This is an optimization exercise on Yosys and OpenROAD, whose aim is small area and a short achievable clock period, not a production implementation.
In this exercise RTL edits were held to simulation tests only and were not proved equivalent to the original.
Power figures rest on the tool's default switching activity, not on a simulated workload.

--- design.v ---
module vx_topk #(
    parameter integer K = 16
) (
    input  wire          clk,
    input  wire          rst,           
    input  wire          in_valid,
    input  wire          in_last,       
    input  wire [31:0]   in_key,        
    input  wire [2:0]    in_ktype,      
    input  wire          in_desc,       
    input  wire          in_drop_nan,   
    output reg           out_valid,
    output reg  [K*32-1:0] out_key,     
    output reg  [K*16-1:0] out_tag,     
    output reg  [4:0]    out_count,     
    output reg           out_nan_seen,  
    output reg           out_err        
);
    localparam [2:0] KT_FP32 = 3'd0, KT_BF16 = 3'd1, KT_FP16 = 3'd2,
                     KT_INT32 = 3'd3, KT_UINT32 = 3'd4, KT_UINT16 = 3'd5;
    reg         row_open;
    reg  [2:0]  row_ktype;
    reg         row_desc, row_drop;
    reg  [15:0] row_idx;
    reg         row_nan;
    wire        first   = !row_open;
    wire [2:0]  ktype   = first ? in_ktype    : row_ktype;
    wire        desc    = first ? in_desc     : row_desc;
    wire        dropnan = first ? in_drop_nan : row_drop;
    wire [15:0] tag     = first ? 16'd0       : row_idx;
    wire        kt_bad  = (ktype == 3'd6) || (ktype == 3'd7);
    reg  [31:0] w_key;      
    reg         k_nan;
    reg         k_float;
    reg  [4:0]  h_lz;
    integer     j;
    always @* begin
        w_key   = in_key;
        k_nan   = 1'b0;
        k_float = 1'b0;
        h_lz    = 5'd0;
        case (ktype)
            KT_FP32: begin
                k_float = 1'b1;
                k_nan   = (in_key[30:23] == 8'hFF) && (in_key[22:0] != 0);
                w_key   = in_key;
            end
            KT_BF16: begin
                k_float = 1'b1;
                k_nan   = (in_key[14:7] == 8'hFF) && (in_key[6:0] != 0);
                w_key   = {in_key[15:0], 16'd0};
            end
            KT_FP16: begin
                k_float = 1'b1;
                k_nan   = (in_key[14:10] == 5'h1F) && (in_key[9:0] != 0);
                if (in_key[14:10] == 5'h1F)
                    w_key = {in_key[15], 8'hFF, in_key[9:0], 13'd0};
                else if (in_key[14:10] != 0)
                    w_key = {in_key[15], 3'd0, in_key[14:10] + 5'd0, in_key[9:0], 13'd0} +
                            {1'b0, 8'd112, 23'd0};
                else if (in_key[9:0] == 0)
                    w_key = {in_key[15], 31'd0};
                else begin
                    for (j = 0; j < 10; j = j + 1)
                        if (in_key[j]) h_lz = 5'd9 - j[4:0];
                    w_key = {in_key[15], 8'd112 - {3'd0, h_lz},
                             ((in_key[9:0] << (h_lz + 5'd1)) & 10'h3FF), 13'd0};
                end
            end
            KT_INT32, KT_UINT32: w_key = in_key;
            KT_UINT16: w_key = {16'd0, in_key[15:0]};
            default: w_key = in_key;
        endcase
        if (k_nan) w_key = 32'h7FC00000;
    end
    reg  [31:0] ord;
    always @* begin
        if (k_float) begin
            if (w_key[30:0] == 0)      ord = 32'h80000000;        
            else if (w_key[31])        ord = {1'b0, ~w_key[30:0]};
            else                       ord = {1'b1, w_key[30:0]};
        end else if (ktype == KT_INT32) begin
            ord = w_key ^ 32'h80000000;
        end else begin
            ord = w_key;
        end
    end
    wire [32:0] n_cmp = k_nan ? {1'b1, 32'd0} : {1'b0, desc ? ~ord : ord};
    wire take = in_valid && !kt_bad && !(k_nan && dropnan);
    reg  [32:0] e_cmp [0:K-1];
    reg  [31:0] e_key [0:K-1];
    reg  [15:0] e_tag [0:K-1];
    reg         e_vld [0:K-1];
    reg         live  [0:K-1];
    reg         goes_before[0:K-1];    
    integer     i;
    always @* begin
        for (i = 0; i < K; i = i + 1) begin
            live[i]   = e_vld[i] && !first;
            goes_before[i] = !live[i] || (n_cmp < e_cmp[i]);
        end
    end
    reg  [32:0] x_cmp [0:K-1];
    reg  [31:0] x_key [0:K-1];
    reg  [15:0] x_tag [0:K-1];
    reg         x_vld [0:K-1];
    reg         prev_before;
    reg  [32:0] p_cmp;      
    reg  [31:0] p_key;
    reg  [15:0] p_tag;
    reg         p_vld;
    always @* begin
        prev_before = 1'b0;
        p_cmp = 33'd0;
        p_key = 32'd0;
        p_tag = 16'd0;
        p_vld = 1'b0;
        for (i = 0; i < K; i = i + 1) begin
            if (!take) begin
                x_cmp[i] = e_cmp[i];
                x_key[i] = e_key[i];
                x_tag[i] = e_tag[i];
                x_vld[i] = live[i];
            end else if (!goes_before[i]) begin
                x_cmp[i] = e_cmp[i];
                x_key[i] = e_key[i];
                x_tag[i] = e_tag[i];
                x_vld[i] = live[i];
            end else if (!prev_before) begin
                x_cmp[i] = n_cmp;
                x_key[i] = w_key;
                x_tag[i] = tag;
                x_vld[i] = 1'b1;
            end else begin
                x_cmp[i] = p_cmp;
                x_key[i] = p_key;
                x_tag[i] = p_tag;
                x_vld[i] = p_vld;
            end
            prev_before = goes_before[i];
            p_cmp = e_cmp[i];
            p_key = e_key[i];
            p_tag = e_tag[i];
            p_vld = live[i];
        end
    end
    always @(posedge clk) begin
        for (i = 0; i < K; i = i + 1) begin
            e_cmp[i] <= x_cmp[i];
            e_key[i] <= x_key[i];
            e_tag[i] <= x_tag[i];
        end
        if (rst) begin
            for (i = 0; i < K; i = i + 1) e_vld[i] <= 1'b0;
            row_open <= 1'b0;
        end else if (in_valid) begin
            for (i = 0; i < K; i = i + 1) e_vld[i] <= x_vld[i];
            row_open <= !in_last;
        end
        if (in_valid) begin
            if (first) begin
                row_ktype <= in_ktype;
                row_desc  <= in_desc;
                row_drop  <= in_drop_nan;
            end
            row_idx <= tag + 16'd1;
            row_nan <= (first ? 1'b0 : row_nan) | k_nan;
        end
    end
    reg  [4:0]  cnt;
    always @* begin
        cnt = 5'd0;
        for (i = 0; i < K; i = i + 1)
            if (x_vld[i]) cnt = cnt + 5'd1;
    end
    always @(posedge clk) begin
        if (rst) out_valid <= 1'b0;
        else     out_valid <= in_valid && in_last;
        if (in_valid && in_last) begin
            for (i = 0; i < K; i = i + 1) begin
                out_key[32*i +: 32] <= (x_vld[i] && !kt_bad) ? x_key[i] : 32'hFFFFFFFF;
                out_tag[16*i +: 16] <= (x_vld[i] && !kt_bad) ? x_tag[i] : 16'hFFFF;
            end
            out_count    <= kt_bad ? 5'd0 : cnt;
            out_nan_seen <= !kt_bad && ((first ? 1'b0 : row_nan) | k_nan);
            out_err      <= kt_bad;
        end
    end
endmodule
--- run.sh ---
#!/bin/bash
# synth_recipe.tcl (not shown) runs the flow's synth.tcl, then flattens the netlist and writes it again
# the make line also repeats each setting of config.mk as NAME=value (left out here)
make -C /OpenROAD-flow-scripts/flow DESIGN_CONFIG=/design/flow/config.mk WORK_HOME=/design/flow/orfs CLKGATE_MAP_FILE= SYNTH_SCRIPT=/design/flow/synth_recipe.tcl finish
--- config.mk ---
export PLATFORM = sky130hd
export DESIGN_NAME = vx_topk
export DESIGN_NICKNAME = vx_topk
export VERILOG_FILES = /design/flow/design.v
export SDC_FILE = /design/flow/constraint.sdc
export NUM_CORES = 4
export LEC_CHECK = 0
export CAP_MARGIN = 20
export CORE_MARGIN = 2
export CORE_UTILIZATION = 40
export SETUP_SLACK_MARGIN = 2
export SLEW_MARGIN = 20
--- constraint.sdc ---
create_clock -name core_clock -period 22.0 [get_ports {clk}]
set_input_delay 4.4000 -clock core_clock [delete_from_list [all_inputs] [get_ports {clk}]]
set_output_delay 4.4000 -clock core_clock [all_outputs]
set_load 0.01 [all_outputs]
==> flow_metrics.tcl <==
set metrics [dict create \
    outcome "no timing/DRC/antenna violations" \
    numPortBuffers 816 \
    crit_slowest_cell "clkdlybuf4s50_1" \
    grt-ovfl-total 0 \
    gr-usage-all-layers_pct 31.3 \
    cts.htree.levels 4 \
    crit_top_cell "ha_1" \
    grt_pass1_vias 75707 \
    slew_headroom_pct 15.6 \
    core_sq_mm 0.248 \
    dieArea_sq_mm 0.253 \
    cts-buffers-inserted 224 \
    grt_max_degree 158 \
    crit_buf_inv 10 \
    fp.dieH_microns 503 \
    final_common_cell "nand2_1" \
    synth_seq_cells 2111 \
    cts_buffer_depth 3 \
    ir_drop_mv 0.0937 \
    regArea_sq_mm 0.0555 \
    syn_area_sq_mm 0.0996 \
    holdBufCountCts 0 \
    final_cells 13998 \
    area.growth.synth_to_final_pct 20.6 \
    cts_tree "built" \
    worst_pin_slew_ns 1.26 \
    drc 0 \
    synth_cell_types 100 \
    powerDensity_mw_per_mm2 96.7 \
    dp_hpwl_microns 288000 \
    timing.final.crit_share_pct 86.1 \
    io_pins 817 \
    rsz0062_at_grt "false" \
    most-common-layout-cells "nand2_1 (1389), edfxtp_1 (1325), o21ai_0 (1232)" \
    hold_path.class "reg2reg" \
    cp_max_fo 10 \
    synth_ff_type "edfxtp_1" \
    fill_cells 22940 \
    cts.reportedPaths.clkPinSlew_ns 0.07 \
    grt_pass1_wl_microns 565000 \
    setup_viol 0 \
    firstDrtPassIters 7 \
    fmax_mhz 52.8 \
    avgSynthCellArea_sq_um 10.2 \
    synthCells 9793 \
    drtIter0Drc 7877 \
    antenna_found_initial 18 \
    dp_cells 13559 \
    arrival_ns 19.68 \
    finalSetupTns_ns 0 \
    synth_fp_nets 10364 \
    layout-drive-gt1-share_pct 7.35 \
    cts.sinks 2111 \
    async_flop_share_pct 0 \
    synth_edf_count 1325 \
    worstSetupEndpointType "flop" \
    p_leak_nw 45.8 \
    place_congestion 0.943 \
    cts_root_buf "clkbuf_16" \
    via_per_inst 5.57 \
    clk_latency_ns 0.93 \
    cp_top_family "compound AO/OA/AOI/OAI gates" \
    ant_nets 0 \
    worstPathRequired_ns 22.75 \
    multi_input_area_sq_mm 0.0400 \
    dieWidth_microns 503 \
    rrSetupSlack_ns 6.55 \
    nets 11033 \
    finalWirelength_microns 406000 \
    num_rows 183 \
    finalCriticalPeriod_ns 18.93 \
    ys_seq_area_share_pct 55.7 \
    critPathMaxStageDelay_ns 0.54 \
    critical_path_class "in2reg" \
    wl_per_cell_microns 29.0 \
    hold_viol_final 0 \
    synth-warning-count 11 \
    start_util_pct 40.1 \
    max_cap_violations 0 \
    cp-start-kind "primary input" \
    via_count 77984 \
    clock_skew_ns 0.110 \
    drv_slew 0 \
]
==> timing repair <==
action / in CTS / in global routing
resized for setup: 0 / 30
endpoints found under the setup margin: 0 / 4
buffers inserted: 0 / 4
==> through the flow <==
| step | hold WS [ns] | setup WS [ns] | cell area [sq um] | power [W] | utilization [%] |
|---|---|---|---|---|---|
| after floorplan | 0.428 | 3.35 | 99600 | 0.00648 | - |
| after global placement | 0.447 | 1.34 | 112000 | 0.00753 | 45.1 |
| after detailed placement | 0.453 | 1.54 | 112000 | 0.00758 | 45.1 |
| after CTS | 0.465 | 2.42 | 120000 | 0.0116 | 48.3 |
| after global routing | 0.483 | 2.07 | 120000 | 0.0121 | 48.4 |
| final | 0.465 | 3.07 | 120000 | 0.0116 | 48.4 |
==> final cells by class <==
type / count / area share [%]
sequential: 2111 / 46.2
multi-input combinational: 6456 / 33.3
timing repair buffer: 1076 / 8.55
clock buffer: 322 / 5.48
tap: 3330 / 3.47
inverter: 593 / 1.86
clock inverter: 105 / 1.14
antenna: 5 / 0.0104
==> metal layers <==
layer,routed length [microns],up-vias,GRT usage (%)
met5,13,-,0
met4,24400,2,15.8
met3,27700,721,4.73
met2,191000,3312,51.5
met1,163000,38728,40.0
li1,-,35221,-
==> final timing paths <==
kind	from	endpoint	cells after the start
worst max register to register	row_open	out_count[4]	76
worst min-delay path	e_tag[0][7]	e_tag[0][7]	2
worst min register to register	e_tag[0][7]	e_tag[0][7]	2
worst max-delay path	in_key[3]	out_count[4]	81
==> where the power goes <==
group          internal [W]  switching [W]  leakage [nW]  total, W
Clock               0.00235        0.00172          3.87   0.00407
Combinational      0.000895        0.00164          24.5   0.00253
Sequential          0.00472       0.000291          17.5   0.00502
Total               0.00797        0.00365          45.8    0.0116
==> sequential cells by signal, indices dropped and copies added, names as in the netlist, 3 cells and up <==
name	count
e_cmp	528
e_key	512
out_key	512
e_tag	256
out_tag	256
e_vld	16
row_idx	16
out_count	5
row_ktype	3
==> kinds of logic after synthesis <==
kind of cell / after synthesis / synth area share, %
AND/OR/NAND/NOR: 3203 / 15.2
flip-flops: 2111 / 55.7
multiplexers: 456 / 4.62
adder cells (fa/ha/maj): 531 / 6.67
XOR/XNOR: 121 / 1.22
buffers and inverters: 1226 / 4.67
AO/OA/AOI/OAI: 2145 / 11.9
==> cells in the mapped netlist, drive strengths merged (105+ instances only) <==
cell type  instances  area [sq um]
nand2           1403          5270
edfxtp          1325         39800
o21ai           1244          6230
nand2b           819          5120
dfxtp            786         15700
inv              590          2210
clkbuf           551          2070
a21oi            542          2710
nor2             539          2020
ha               530          6630
mux2i            430          4300
nand4            129           807
a21o             105           788
==> worst min-delay path, delay by kind of cell (launching register included) <==
family        cells  cell delay (ns)
flops             1             0.31
simple gates      2             0.11

port drivers added, routing unchanged:
The results above use ideal ports. As a check the final layout listed here was re-extracted and re-timed, cells and wires unchanged.
Step 1 sets driving cells, clkbuf_16 on the clock port and buf_2 on the other inputs (assumed; they add their load-dependent delay and slew).
Step 2 times the ports against the registers' clock, not the clock port: input delays grow and output delays shrink by t, the midpoint of the rising clock arrivals with the driver on.
a / b / c = ideal ports / drivers / drivers and shift; a / b = the first two.
t, ns: 0.977
setup slack, ns: 3.067 / 3.142 / 2.165
hold WS [ns]: 0.465 / 0.465 / 0.465
worst slew at a driven data input, ns: 0.10
After both steps setup and hold are still met in this run. For this run, drivers alone change the setup slack by +0.075 ns; drivers and shift together by -0.902 ns.
